Context: an optimization exercise on an open-source flow, tuned for small area and a short achievable clock period. The choices shown serve that exercise and are no tape-out recipe. Function was checked by simulation only, so behaviour that the tests miss may differ from the original.

## reel_block_rx
module reel_block_rx (
  input  wire        clk,
  input  wire        rst,
  input  wire [39:0] in_data,
  input  wire        in_valid,
  output reg  [39:0] out_data,
  output reg         out_valid,
  output reg         stat_valid,
  output reg         stat_hdr_ok,
  output reg  [7:0]  stat_blk,
  output reg  [7:0]  stat_seq,
  output reg         stat_clean_a,
  output reg         stat_clean_b
);
For scale: roughly 1300 flip-flops, about 100 I/O pins, about 0.077 mm2 of cells after synthesis.
clock: 7.0 ns
lec_check: 0
cap_margin: 5
core_margin: 2
core_utilization: 80
cts_cluster_diameter: 100
cts_cluster_size: 20
setup_slack_margin: 4.55
slew_margin: 5
run.sh (not shown) runs the stock make flow with config.mk's settings and CLKGATE_MAP_FILE= SYNTH_SCRIPT=/design/flow/synth_recipe.tcl, a recipe that flattens the netlist after the stock synthesis.
The first run passed the timing, design-rule and antenna checks.
Change:
--- a/flow/config.mk
+++ b/flow/config.mk
@@ -8 +8 @@
-export CAP_MARGIN = 5
+export CAP_MARGIN = 20
@@ -10,5 +10,5 @@
-export CORE_UTILIZATION = 80
-export CTS_CLUSTER_DIAMETER = 100
-export CTS_CLUSTER_SIZE = 20
-export SETUP_SLACK_MARGIN = 4.55
-export SLEW_MARGIN = 5
+export CORE_UTILIZATION = 75
+export CTS_CLUSTER_DIAMETER = 60
+export CTS_CLUSTER_SIZE = 30
+export SETUP_SLACK_MARGIN = 4.6
+export SLEW_MARGIN = 20
Result:
- via count came out lower by 2.1%
- utilization goes down by 3.3 points
- die area increases by 6.6%
- sequential share of layout area fell by 1.2 points
- worst setup slack got worse by 0.069 ns
- wire length came out lower by 1.8%
- sequential cell count stays the same
- synthesized cell count does not change
Change:
--- a/flow/config.mk
+++ b/flow/config.mk
@@ -11,3 +11,4 @@
-export CTS_CLUSTER_DIAMETER = 60
-export CTS_CLUSTER_SIZE = 30
-export SETUP_SLACK_MARGIN = 4.6
+export CTS_BUF_LIST = sky130_fd_sc_hd__clkbuf_16 sky130_fd_sc_hd__clkbuf_8
+export CTS_CLUSTER_DIAMETER = 100
+export CTS_CLUSTER_SIZE = 20
+export SETUP_SLACK_MARGIN = 4.55
=> The changed run finished clean; routed wire length drops by 2.4%; non-clock buffer count drops by 20; sequential cell count does not change; core utilization drops by 2.4 points; cell area drops by 2.8%.
Change:
--- a/flow/config.mk
+++ b/flow/config.mk
@@ -8 +8 @@
-export CAP_MARGIN = 20
+export CAP_MARGIN = 5
@@ -11 +10,0 @@
-export CTS_BUF_LIST = sky130_fd_sc_hd__clkbuf_16 sky130_fd_sc_hd__clkbuf_8
@@ -13,0 +13 @@
+export GPL_ROUTABILITY_DRIVEN = 0
@@ -15 +15 @@
-export SLEW_MARGIN = 20
+export SLEW_MARGIN = 5
Setup slack is worse by 0.014 ns; area after synthesis does not change; global-route usage rises by 0.43 points.
Change:
--- a/flow/config.mk
+++ b/flow/config.mk
@@ -8 +8 @@
-export CAP_MARGIN = 5
+export CAP_MARGIN = 0
@@ -13 +12,0 @@
-export GPL_ROUTABILITY_DRIVEN = 0
@@ -15 +14 @@
-export SLEW_MARGIN = 5
+export SLEW_MARGIN = 0
What happened: The changed run completed with no timing, DRC or antenna violations. Register-to-register slack improved by 0.07 ns. Core utilization goes down by 0.38 points. Clock skew stays flat. Non-clock buffer count drops by 21. Die area stays the same. Routed wire length goes down by a few percent.
Change:
--- a/flow/config.mk
+++ b/flow/config.mk
@@ -8 +8 @@
-export CAP_MARGIN = 0
+export CAP_MARGIN = 20
@@ -10 +10 @@
-export CORE_UTILIZATION = 75
+export CORE_UTILIZATION = 60
@@ -13,2 +13,2 @@
-export SETUP_SLACK_MARGIN = 4.55
-export SLEW_MARGIN = 0
+export SETUP_SLACK_MARGIN = 4.6
+export SLEW_MARGIN = 20
Effect:
- via count shrinks by 3.3%
- global-route usage drops by 6.0 points

---

## ember
reel_block_rx again, from the RTL that the note above started with.
clock: 7.0 ns
lec_check: 0
cap_margin: 20
core_margin: 2
core_utilization: 75
cts_cluster_diameter: 100
cts_cluster_size: 20
setup_slack_margin: 4.6
slew_margin: 20
ember: done, clean on timing, DRC and antenna
## Diff of input files: raven against ember
Settings: SETUP_SLACK_MARGIN: 4.6 -> 4.55; SLEW_MARGIN: 20 -> 5; CAP_MARGIN: 20 -> 5.
--- outcome ---
In the metrics for raven and ember, the one carrying the higher final area is ember. Changes observed in raven relative to ember: number of search-and-repair iterations in the first detailed-routing pass picked up an extra 2, register-to-register slack picked up an extra 0.10 ns. Between raven and ember, the sink count of the clock tree figures differ only marginally. When the final numbers for raven and ember were put side by side, the path length in cells of the critical path turned out to be greater in ember. Re remaining global-route overflow: no difference whatsoever between ember and raven.
Setup changes, raven to zinc
Settings: a change of SLEW_MARGIN from 5 to 20; a change of CAP_MARGIN from 5 to 20.
Notes after the runs:
met3 track demand over resource of zinc is on par with raven.
Comparing raven against zinc, there is no change at all in mapped cell area.
Total via count in the routed design: raven vs zinc — no meaningful difference
Area added between synthesis and finish: zinc vs raven — no meaningful difference
Flop-to-flop setup slack for zinc: 0.03 ns down relative to raven
There was hardly any difference in cell count between raven and zinc.
diff inputs: zinc => yarrow
Settings: CORE_UTILIZATION now 70, was 75.
Notes after the runs:
yarrow completed; timing, DRC and antenna clean
zinc → yarrow: final worst-path cycle share fell by 0.20 points; maximum frequency rose by 2.1 MHz; utilization fell by 5.1 points; filler cell count rose by about 18%.
Compared to zinc, the router laid down more metal wire for yarrow.
yarrow ended up with sky130_fd_sc_hd__xnor3_2 as its slowest library cell on the worst path; zinc ended up with sky130_fd_sc_hd__dfxtp_4.
yarrow against zinc: multi-input logic cell count was more or less identical; fraction of registers with async set or reset after synthesis held steady.
In the reports for zinc and yarrow, the smaller cell row count belongs to zinc.

---

Starting RTL as in the previous note.
## reel_block_rx
module reel_block_rx (
  input  wire        clk,
  input  wire        rst,
  input  wire [39:0] in_data,
  input  wire        in_valid,
  output reg  [39:0] out_data,
  output reg         out_valid,
  output reg         stat_valid,
  output reg         stat_hdr_ok,
  output reg  [7:0]  stat_blk,
  output reg  [7:0]  stat_seq,
  output reg         stat_clean_a,
  output reg         stat_clean_b
);
Settings: LEC_CHECK=0, CAP_MARGIN=20, CORE_MARGIN=2, CORE_UTILIZATION=75, CTS_CLUSTER_DIAMETER=100, CTS_CLUSTER_SIZE=20, SETUP_SLACK_MARGIN=4.5, SLEW_MARGIN=20; clock period 7.0 ns.
Edit:
--- a/flow/config.mk
+++ b/flow/config.mk
@@ -11,4 +11,4 @@
 export CTS_CLUSTER_DIAMETER = 100
 export CTS_CLUSTER_SIZE = 20
-export SETUP_SLACK_MARGIN = 4.5
+export SETUP_SLACK_MARGIN = 4.7
 export SLEW_MARGIN = 20
Wire length rises by 1.8%.
Global-route usage grows by 0.33 points.
Hold slack barely changes.
Cell area goes up by 1.9%.
Utilization increases by 1.6 points.
Via count grows by 1.7%.
Sequential cell count does not change.

-- re-timing with driven ports --
The results above use ideal ports. As a check the final layouts listed here were re-extracted and re-timed, cells and wires unchanged. Step 1 assumes that a clkbuf_16 drives the clock port and a buf_2 every other input. Step 2 adds t to the input delays and takes it off the output delays; t is the mean of the earliest and latest rising clock arrival at the registers after step 1. Input paths then give back, and output paths get back, about the clock's delay inside the block. Three values: ideal, step 1, step 2; two values: the first two.
run | shift t [ns] | slack for setup (ns) | hold slack, ns | slew at the worst register clock pin (ns) | worst slew at a driven data input, ns
the first run of note 1 | 0.758 | 4.420 / 4.341 / 3.812 | 0.348 / 0.348 / 0.348 | 0.10 / 0.10 | 0.06
the second run of note 1 | 0.812 | 4.351 / 4.270 / 3.849 | 0.303 / 0.303 / 0.303 | 0.11 / 0.11 | 0.06
the third run of note 1 | 0.774 | 4.418 / 4.336 / 3.895 | 0.348 / 0.348 / 0.348 | 0.10 / 0.10 | 0.05
the fourth run of note 1 | 0.759 | 4.404 / 4.342 / 3.749 | 0.352 / 0.352 / 0.352 | 0.10 / 0.10 | 0.06
the fifth run of note 1 | 0.758 | 4.428 / 4.346 / 3.854 | 0.350 / 0.350 / 0.350 | 0.10 / 0.10 | 0.05
the sixth run of note 1 | 0.790 | 4.395 / 4.319 / 3.854 | 0.332 / 0.332 / 0.332 | 0.10 / 0.10 | 0.05
ember | 0.756 | 4.372 / 4.352 / 3.841 | 0.348 / 0.348 / 0.348 | 0.10 / 0.10 | 0.06
raven | 0.758 | 4.428 / 4.346 / 3.854 | 0.350 / 0.350 / 0.350 | 0.10 / 0.10 | 0.05
zinc | 0.772 | 4.419 / 4.336 / 3.892 | 0.344 / 0.344 / 0.344 | 0.09 / 0.09 | 0.05
yarrow | 0.769 | 4.433 / 4.354 / 3.795 | 0.347 / 0.347 / 0.347 | 0.10 / 0.10 | 0.05
the first run of note 3 | 0.767 | 4.377 / 4.292 / 3.781 | 0.347 / 0.347 / 0.347 | 0.10 / 0.10 | 0.05
the second run of note 3 | 0.759 | 4.456 / 4.374 / 3.951 | 0.346 / 0.346 / 0.346 | 0.10 / 0.10 | 0.05
After both steps every run listed still meets setup and hold. The setup slack of the fourth run of note 1, which loses most, moves by -0.062 ns with the drivers and by -0.655 ns with both steps.
